This is an optimization exercise on Yosys and OpenROAD, whose aim is small area, a short achievable clock period and few clock cycles per item, not a production implementation.
In this exercise RTL edits were held to simulation tests only and were not proved equivalent to the original.
Power and IR drop assume default switching activity.

==> flow/design.v (excerpt) <==
module idior_fec_rx (
  input  wire        clk,
  input  wire        rst,           
  input  wire        in_valid,
  output wire        in_ready,
  input  wire [63:0] in_data,       
  output wire        out_valid,
  input  wire        out_ready,
  output reg  [63:0] out_data,      
  output wire        out_last,
  output reg  [1:0]  out_fix_even,  
  output reg         out_bad_even,  
  output reg  [1:0]  out_fix_odd,
  output reg         out_bad_odd,
  output reg         out_crc_ok
);
  function automatic [7:0] gf_mul(input [7:0] a, input [7:0] b);
    reg [7:0] p;
    reg [7:0] aa;
    integer i;
    begin
      p  = 8'h00;
      aa = a;
      for (i = 0; i < 8; i = i + 1) begin
        if (b[i]) p = p ^ aa;
        aa = {aa[6:0], 1'b0} ^ (aa[7] ? 8'h1d : 8'h00);
      end
      gf_mul = p;
    end
  endfunction
  function automatic [7:0] gf_sq(input [7:0] a);
    begin
      gf_sq = (a[0] ? 8'h01 : 8'h00) ^
            (a[1] ? 8'h04 : 8'h00) ^
            (a[2] ? 8'h10 : 8'h00) ^
            (a[3] ? 8'h40 : 8'h00) ^
            (a[4] ? 8'h1d : 8'h00) ^
            (a[5] ? 8'h74 : 8'h00) ^
            (a[6] ? 8'hcd : 8'h00) ^
            (a[7] ? 8'h13 : 8'h00);
    end
  endfunction
  function automatic [7:0] gf_inv(input [7:0] a);
    reg [654:0] t;
    reg [7:0] y;
    begin
      t[0] = ~a[3];
      t[1] = ~a[1];
      t[2] = ~a[4];
      t[3] = a[0] | a[1];
      t[4] = t[2] & t[3];
      t[5] = a[3] | ~(a[2]);
      t[6] = t[2] & t[5];
      t[7] = t[0] & ~(t[3]);
      t[8] = t[4] | t[6];
      t[9] = a[2] | ~(a[3]);
      t[10] = a[0] & ~(a[1]);
      t[11] = ~(t[5] & t[10]);
      t[12] = ~(a[2] & a[1]);
      t[13] = a[0] | ~(a[2]);
      t[14] = t[10] | ~(a[2]);
      t[15] = t[0] & ~(t[10]);
      t[16] = t[9] & t[11];
      t[17] = ~(t[8] & t[16]);
      t[18] = a[2] | ~(a[1]);
      t[19] = a[2] | ~(a[0]);
      t[20] = a[4] & t[19];
      t[21] = t[18] & t[20];
      t[22] = ~(t[5] & t[21]);
      t[23] = ~(t[17] & t[22]);
      t[24] = a[5] | t[23];
      t[25] = a[0] | ~(a[1]);
  ...
Size: ~8,300 cells after synthesis, about 2,000 flip-flops, roughly 100,000 sq um of cells after synthesis.
make LEC_CHECK=0 CAP_MARGIN=20 CORE_MARGIN=2 CORE_UTILIZATION=50 SLEW_MARGIN=20 finish   # period 12.0 ns
run.sh (not shown) runs the stock make flow with config.mk's settings and CLKGATE_MAP_FILE= SYNTH_SCRIPT=/design/flow/synth_recipe.tcl, a recipe that flattens the netlist after the stock synthesis.
The first run finished with timing, DRC and antenna clean.
Testbench counts at the start, summed over its fixed seeds: cycles 6,720, items 384.
Then changed:
==> flow/flow/run.sh (new file) <==
#!/bin/bash
# The standard layout (the standard.sh, unchanged synthesis), with the
# timing repair steps asked to leave a setup margin: the design is still laid
# out and signed off at the design's clock period, but the repair keeps
# improving the critical paths beyond what that period alone requires.
set -euo pipefail
export SETUP_SLACK_MARGIN=8.3
bash standard.sh finish > standard_flow.log 2>&1
==> flow/standard.sh (new file) <==
#!/bin/bash
# synth_recipe.tcl (not shown) runs the flow's synth.tcl, then flattens the netlist and writes it again
# the make line also repeats each setting of config.mk as NAME=value (left out here)
make -C /OpenROAD-flow-scripts/flow DESIGN_CONFIG=/design/flow/config.mk WORK_HOME=/design/flow/orfs CLKGATE_MAP_FILE= SYNTH_SCRIPT=/design/flow/synth_recipe.tcl "${@:-finish}"
CTS_CLUSTER_DIAMETER = 60   (was not set)
CTS_CLUSTER_SIZE = 30   (was not set)
removed: flow/run.sh
Outcome: Maximum frequency came out higher by 49%; hold slack gains 5.0 ps; setup slack improved by 1900 ps; power shrinks by 1.8%; non-clock buffer count climbs by 156; global-route usage came out higher by 0.53 points; count of clock-buffer cells in the layout shrinks by 95; utilization grows by 0.70 points; first-iteration DRC count rose by 9.1%; die area stays the same; wire length grows by 2.5%.
Then changed:
--- a/flow/flow/run.sh
+++ b/flow/flow/run.sh
@@ -6,3 +6,3 @@
 set -euo pipefail
-export SETUP_SLACK_MARGIN=8.3
+export SETUP_SLACK_MARGIN=7.8
 bash standard.sh finish > standard_flow.log 2>&1
CTS_CLUSTER_DIAMETER = not set   (was 60)
CTS_CLUSTER_SIZE = not set   (was 30)
Effect: Die area does not change. Cell count is higher slightly. Total power is higher by a few percent. Critical path depth is higher by 8. Count of clock-buffer cells in the layout is higher by 113. Non-clock buffer count is lower by 90. Hold slack hardly moves. Setup slack loses 300 ps. Clock skew is higher by 17 ps. Maximum frequency is lower by a little under a tenth.

separate check: timing with driven ports:
No port has a modelled driver above. Below, the same layouts with a new extraction and two added sets of constraints. Step 1 (the two cells are an assumption about what drives the block):
set clk [get_ports {clk}]
set_driving_cell -lib_cell sky130_fd_sc_hd__clkbuf_16 $clk
set_driving_cell -lib_cell sky130_fd_sc_hd__buf_2 [delete_from_list [all_inputs] $clk]
Step 2 times the ports against the registers' clock, not the clock port: input delays grow and output delays shrink by t, the midpoint of the rising clock arrivals with the driver on. Three values: ideal, step 1, step 2; two values: the first two.
run	shift t [ns]	setup WS [ns]	worst hold slack (ns)	worst slew at a driven data input, ns
the first run	0.942	6.119 / 6.186 / 5.244	0.323 / 0.323 / 0.323	0.20
the second run	0.910	8.054 / 7.962 / 7.489	0.328 / 0.328 / 0.328	0.20
the third run	0.918	7.753 / 7.776 / 6.899	0.326 / 0.326 / 0.326	0.24
After both steps setup and hold are still met in every run listed. For the first run, which loses most, drivers alone change the setup slack by +0.067 ns; drivers and shift together by -0.875 ns.
